From an optimization exercise on the open Yosys and OpenROAD flow, aimed at small area; shortcuts taken in it are not production practice.
The RTL was checked by simulation tests, not by an equivalence proof against the original design.
Power figures rest on the tool's default switching activity, not on a simulated workload.

==> flow/design.v, too long to show whole: its modules and the start of the top module <==
// module yx_cvt32: 2056 lines
module yx_cvt32(clk, rst, in_valid, in_bits, in_code, in_ftz, in_sat, out_valid, out_bits, out_sat, out_flush);
  // ...
==> flow/flow/run.sh <==
#!/bin/bash
# The standard layout (bash standard.sh, the standard flow's own ORFS run) with these
# changes to how cells are chosen:
#  - the smallest buffer on every input and output port, not the one ORFS picks;
#  - the buffers ABC put in at synthesis are removed at floorplan (ORFS's
#    REMOVE_ABC_BUFFERS) instead of a timing repair there;
#  - after floorplan, flow/post_floorplan.tcl re-maps the combinational logic
#    for area (OpenROAD's restructure) and swaps any cell still sized up for
#    the smallest of the same function; the later repair steps size up again
#    wherever slew or timing needs it.
# Each tool's full output stays in orfs/logs/; make's own output goes to make.log.
set -euo pipefail
here=$(pwd)
export BUFFER_PORTS_ARGS="-buffer_cell sky130_fd_sc_hd__buf_1"
export REMOVE_ABC_BUFFERS=1
export POST_FLOORPLAN_TCL="$here/flow/post_floorplan.tcl"
# CTS as ORFS runs it, without the dummy loads it adds to balance the tree
export CTS_ARGS="-sink_clustering_enable -repair_clock_nets -buf_list sky130_fd_sc_hd__clkbuf_8 -dont_use_dummy_load"
bash standard.sh > make.log 2>&1
==> flow/flow/downsize.tcl <==
# Swap each combinational cell that synthesis sized up for the smallest cell
# of the same function (same name up to the drive-strength suffix) that the
# flow may use; the later repair steps size cells up again where timing or
# slew needs it. Registers, tie cells and tap cells are left alone.
set block [ord::get_db_block]
set db [ord::get_db]
set dont_use {}
if { [info exists ::env(DONT_USE_CELLS)] } { set dont_use $::env(DONT_USE_CELLS) }
array set best {}
foreach lib [$db getLibs] {
  foreach m [$lib getMasters] {
    set n [$m getName]
    if { ![regexp {^(sky130_fd_sc_hd__[a-z0-9]+)_([0-9]+)$} $n -> base drv] } { continue }
    if { [lsearch -exact $dont_use $n] >= 0 } { continue }
    if { [llength [get_lib_cells */$n]] == 0 } { continue }
    set a [expr { [$m getWidth] * [$m getHeight] }]
    if { ![info exists best($base)] || $a < [lindex $best($base) 1] } {
      set best($base) [list $n $a]
    }
  }
}
set swapped 0
foreach inst [$block getInsts] {
  set n [[$inst getMaster] getName]
  if { ![regexp {^(sky130_fd_sc_hd__[a-z0-9]+)_([0-9]+)$} $n -> base drv] } { continue }
  if { [regexp {__(df|dl|sdf|conb|tap|fill|decap|diode|clk)} $n] } { continue }
  if { ![info exists best($base)] } { continue }
  set to [lindex $best($base) 0]
  if { $to ne $n } {
    replace_cell [$inst getName] $to
    incr swapped
  }
}
puts "downsize: swapped $swapped cells for smaller ones of the same function"
==> flow/flow/filter_lib.py <==
#!/usr/bin/env python3
"""Copy a Liberty file without the cells named on the command line, so that
OpenROAD's restructure (which maps with ABC straight from a Liberty file and
does not read set_dont_use) cannot pick cells the platform marks don't-use.
usage: filter_lib.py in.lib out.lib cell [cell ...]"""
import re
import sys

src, dst, drop = sys.argv[1], sys.argv[2], set(sys.argv[3:])
cell_re = re.compile(r'^\s*cell\s*\(\s*"?([^")\s]+)"?\s*\)\s*\{')
skipping, depth = False, 0
with open(src) as fin, open(dst, "w") as fout:
    for line in fin:
        if not skipping:
            m = cell_re.match(line)
            if m and m.group(1) in drop:
                skipping, depth = True, 0
        if skipping:
            depth += line.count("{") - line.count("}")
            if depth <= 0:
                skipping = False
            continue
        fout.write(line)
==> flow/flow/post_floorplan.tcl <==
# Runs after ORFS's floorplan step (POST_FLOORPLAN_TCL). It only changes which
# cells implement the combinational logic; registers, ports and constraints
# stay as the standard synthesis left them.
#  1. remove the buffers ABC put in at synthesis;
#  2. re-map the combinational logic for area with OpenROAD's restructure
#     (ABC inside OpenROAD), which also checks the result against timing;
#  3. swap any cell that is still sized up for the smallest cell of the same
#     function (flow/downsize.tcl); later repair steps size up where needed.
remove_buffers
set rmp_dir [file join $::env(OBJECTS_DIR) rmp_work]
file mkdir $rmp_dir
# restructure maps from a Liberty file and ignores set_dont_use: give it a
# copy of the library without the don't-use cells.
set lib_file [file join $rmp_dir rmp.lib]
exec python3 [file join [file dirname [info script]] filter_lib.py] \
  [lindex $::env(LIB_FILES) 0] $lib_file {*}$::env(DONT_USE_CELLS)
set tielo [lindex $::env(TIELO_CELL_AND_PORT) 0]/[lindex $::env(TIELO_CELL_AND_PORT) 1]
set tiehi [lindex $::env(TIEHI_CELL_AND_PORT) 0]/[lindex $::env(TIEHI_CELL_AND_PORT) 1]
report_design_area
restructure -target area -liberty_file $lib_file -tielo_port $tielo -tiehi_port $tiehi \
  -work_dir $rmp_dir -abc_logfile [file join $rmp_dir abc.log]
report_design_area
source [file join [file dirname [info script]] downsize.tcl]
report_design_area
==> flow/standard.sh <==
#!/bin/bash
# synth_recipe.tcl (not shown) runs the flow's synth.tcl, then flattens the netlist and writes it again
# the make line also repeats each setting of config.mk as NAME=value (left out here)
make -C /OpenROAD-flow-scripts/flow DESIGN_CONFIG=/design/flow/config.mk WORK_HOME=/design/flow/orfs CLKGATE_MAP_FILE= SYNTH_SCRIPT=/design/flow/synth_recipe.tcl "${@:-finish}"
==> flow/config.mk <==
export PLATFORM = sky130hd
export DESIGN_NAME = yx_cvt32
export DESIGN_NICKNAME = yx_cvt32
export VERILOG_FILES = /design/flow/design.v
export SDC_FILE = /design/flow/constraint.sdc
export NUM_CORES = 4
export LEC_CHECK = 0
export ABC_AREA = 1
export CAP_MARGIN = 10
export CORE_MARGIN = 2
export CORE_UTILIZATION = 65
export CTS_BUF_LIST = sky130_fd_sc_hd__clkbuf_8
export GPL_TIMING_DRIVEN = 0
export PLACE_DENSITY = 0.8
export SLEW_MARGIN = 10
==> flow/constraint.sdc <==
create_clock -name core_clock -period 16.0 [get_ports {clk}]
set_input_delay 3.2000 -clock core_clock [delete_from_list [all_inputs] [get_ports {clk}]]
set_output_delay 3.2000 -clock core_clock [all_outputs]
set_load 0.01 [all_outputs]
==> results.txt, run 1 <==
run status - no timing/DRC/antenna violations
cts hold-fix bufs - 0
Util after Layout - 0.586
Max IR drop VDD - 0.0000354 V
Fillers - 789
DRT iter0 DRCs - 630
sequential share of cell area - 0.156
Data required, critical path - 16.15 ns
max-cap violations - 0
CTS Sinks - 35
Compound-Gate Fraction of Synth Area - 0.120
number of flip-flops in the largest register - 32
core area - 7650 sq um
Seq cells post-synth - 35
Non-clock buffers - 89
xor/xnor share of the synthesized area - 0.0258
Max-slew headroom - 0.172
ANT nets after route - 0
GRT Resource Usage Total - 0.359
Die Height - 92.5 um
leading post-synthesis cells by cell area - nand2_1, nand3_1, dfxtp_1
Vias/cell - 7.00
Layout non-clock buf frac - 0.0908
sw frac - 0.486
Tcrit/Tclk final - 0.935
Final Hold Slack - 3.06 ns
CTS Buf Count - 5
Cell Area, Synth - 5090 sq um
vias in the first global route - 4692
ant diodes - 0
multi-input gates - 462
Clk. pwr - 55.6 uW
Comb pwr share - 0.607
Worst path top cell family by delay - simple AND/OR/NAND/NOR gates
==> inputs of run 2 (changes only) <==
--- a/flow/config.mk
+++ b/flow/config.mk
@@ -8,8 +8,7 @@
 export ABC_AREA = 1
 export CAP_MARGIN = 10
 export CORE_MARGIN = 2
-export CORE_UTILIZATION = 65
+export CORE_UTILIZATION = 40
 export CTS_BUF_LIST = sky130_fd_sc_hd__clkbuf_8
 export GPL_TIMING_DRIVEN = 0
-export PLACE_DENSITY = 0.8
 export SLEW_MARGIN = 10
==> results.txt, run 2 <==
Final Hold Slack - 3.08 ns (+0.0173 ns)
Buf/Inv on CP - 7
min-delay worst type - in2reg
most frequent cells in the layout - nor2_1, buf_1, o21ai_0, clkinv_1, o22ai_1
Post-synth top flop - dfxtp_1
Die Height - 117 um (+26%)
max-cap violations - 0 (unchanged)
critical path depth in cells - 60
Worst-path clk slew - 0.07 ns
# DRC - 0
Worst path top cell family by delay - simple AND/OR/NAND/NOR gates
Ports - 76
CP max FO - 8
CTS Buffer Depth - 2
Cell Area, Synth - 5090 sq um (unchanged)
Peak Freq - 68.8 MHz
Max-slew headroom - 0.138 (-0.0342)
first drt pass iteration count - 6
largest net degree at the start of global routing - 29
slowest CP cell - or3_4
Commonest cells post-synth - nand2_1, nand3_1, inv_1, nor2_1, dfxtp_1
TritonCTS clock tree - yes
hold depth - 2
fin area - 4610 sq um
pre-CTS setup slack - -0.717 ns
max-slew violation count - 0
CP startpoint kind - input pin
synthesis-to-layout area growth - -9.49%
number of flip-flops in the largest register - 32 (unchanged)
Seq cells post-synth - 35 (unchanged)
leading post-synthesis cells by cell area - nand2_1, nand3_1, dfxtp_1
initial antenna violation count - 0
Routed Wire Length - 15100 um
hpwl dp - 11800 um
core area - 12500 sq um (+64%)
CTS Buf Count - 5 (unchanged)
LEAKAGE - 1.44 nW
GP Congestion - 1.03
Util after Layout - 0.368 (-0.217)
Reg power frac - 0.259
Max stage delay on crit path - 0.50 ns
critical path capture point type - register
drt wl/cell - 18.0 um
Final Hold Fails - 0
final worst slack - 1.46 ns
# rows - 41
kind of critical path - in2reg
remaining global-route overflow - 0
Data required, critical path - 16.21 ns (+0.06 ns)
first-pass GRT wire length - 23600 um
Vias/cell - 5.98 (-15%)
initial core utilization - 0.407
EDFF count, synth - 0
ANT nets after route - 0 (unchanged)
RSZ-0062 raised after global routing - false
commonest non-fill, non-tap cell in the layout - nor2_1
Post-synth ARST share - 0
Period minus WS final - 14.54 ns
power density cells - 86.6 nW/um^2
vias in the first global route - 4370 (-6.9%)
total chip power - 399 uW
most frequent cell after synthesis - nand2_1
# port buffers - 75
H-Tree Depth - 2
final setup fails - 0
cts hold-fix bufs - 0 (unchanged)
Sw Pwr - 190 uW
Worst Path Arrival - 14.75 ns
synth unique cells - 51
area of the die - 13600 sq um
sw frac - 0.477 (-0.00916)
run status - no timing/DRC/antenna violations
Reg with most FFs - out_bits
biggest area consumer among synthesized cells - nand2_1
GRT Resource Usage Total - 0.220 (-0.139)
top cell type's share of synthesized area - 0.176
worst-margin pin slew - 1.28 ns
Final #Nets - 712
clock network power share - 0.139
CTS Sinks - 35 (unchanged)
DRT iter0 DRCs - 557 (-12%)
Max IR drop VDD - 0.0000271 V (-24%)
Comb pwr share - 0.602 (-0.005)
Int Power - 209 uW
DR vias - 5029
clock root cell - clkbuf_8
Post-DP Area - 4230 sq um
sequential area share after synthesis - 0.138
share of cells above drive strength 1 - 0.100
ant diodes - 0 (unchanged)
Die W - 117 um
synthesized instance count - 881
CP most frequent cell - nor2_1
Syn Area/Cell - 5.78 sq um
Tcrit/Tclk final - 0.909 (-0.0260)
Ys Warns - 1
-- run 2: layer usage --
layer  GRT usage  wire [um]
met1       0.313       6710
met4      0.0816        665
met5           0          0
met3      0.0232       1240
met2       0.342       6520
-- run 2: cell type report --
type                    instances  area (sq um)
flip-flops and latches         35           701
inverters                      73           309
repair buffers                 95           469
fillers                      1419          7910
multi-input cells             459          2840
clock buffers                   5          68.8
repair inverters                2          10.0
well taps                     172           215
-- run 2: stage by stage --
stage          instances  setup TNS (ns)
2_1_floorplan        856               0
3_3_place_gp         814          -21.56
3_5_place_dp         817           -1.83
4_1_cts              822               0
5_1_grt              841               0
6_report             841               0
-- run 2: power by group through the flow --
stage               sequential (mW)  clock [mW]  combinational [mW]
detailed placement            0.105           0               0.215
CTS                           0.103      0.0590               0.217
global route                  0.105      0.0633               0.260
floorplan                     0.114           0               0.181
global placement              0.105           0               0.213
finish                        0.103      0.0556               0.240
-- run 2: worst paths after layout --
kind,from,end
hold / removal,rst,out_valid
setup / recovery,in_code[3],out_bits[30]
-- run 2: what timing repair did --
action,4_1_cts,5_1_grt
gates cloned,0,2
gates resized for setup,5,46
buffers inserted,0,17
pin swaps,0,3
endpoints found under the setup margin,3,10
-- run 2: cells by family (layout without fill, tap and decap cells) --
| kind of cell | after synthesis | in the layout | share of synthesized area |
|---|---|---|---|
| AOI/OAI and AO/OA | 101 | 273 | 0.120 |
| xor gates and xnor gates | 15 | 8 | 0.0258 |
| adders and majority gates | 34 | 0 | 0.0845 |
| buffers and inverters | 143 | 175 | 0.121 |
| DFF | 35 | 35 | 0.138 |
| and+or+nand+nor | 553 | 178 | 0.511 |

-- separate check: timing with driven ports --
In the flow no input, the clock included, has a driving cell. The finished layouts below were timed again as built, in two steps.
Step 1 assumes that a clkbuf_16 drives the clock port and a buf_2 every other input.
Step 2 also shifts input and output timing later by t, the mid clock arrival at the registers, as if the neighbouring blocks saw the same clock.
Slacks: ideal ports / drivers / drivers and shift; pairs: ideal ports / drivers.
run	t (ns)	setup WS [ns]	worst setup path after step 2	clock arrival spread, ns
run 1	0.302	1.041 / 1.042 / 0.739	input to register	0.014 / 0.013
run 2	0.312	1.456 / 1.465 / 1.153	input to register	0.015 / 0.016
After both steps setup and hold are still met in every run listed. For run 2, which loses most, drivers alone change the setup slack by +0.009 ns; drivers and shift together by -0.303 ns.
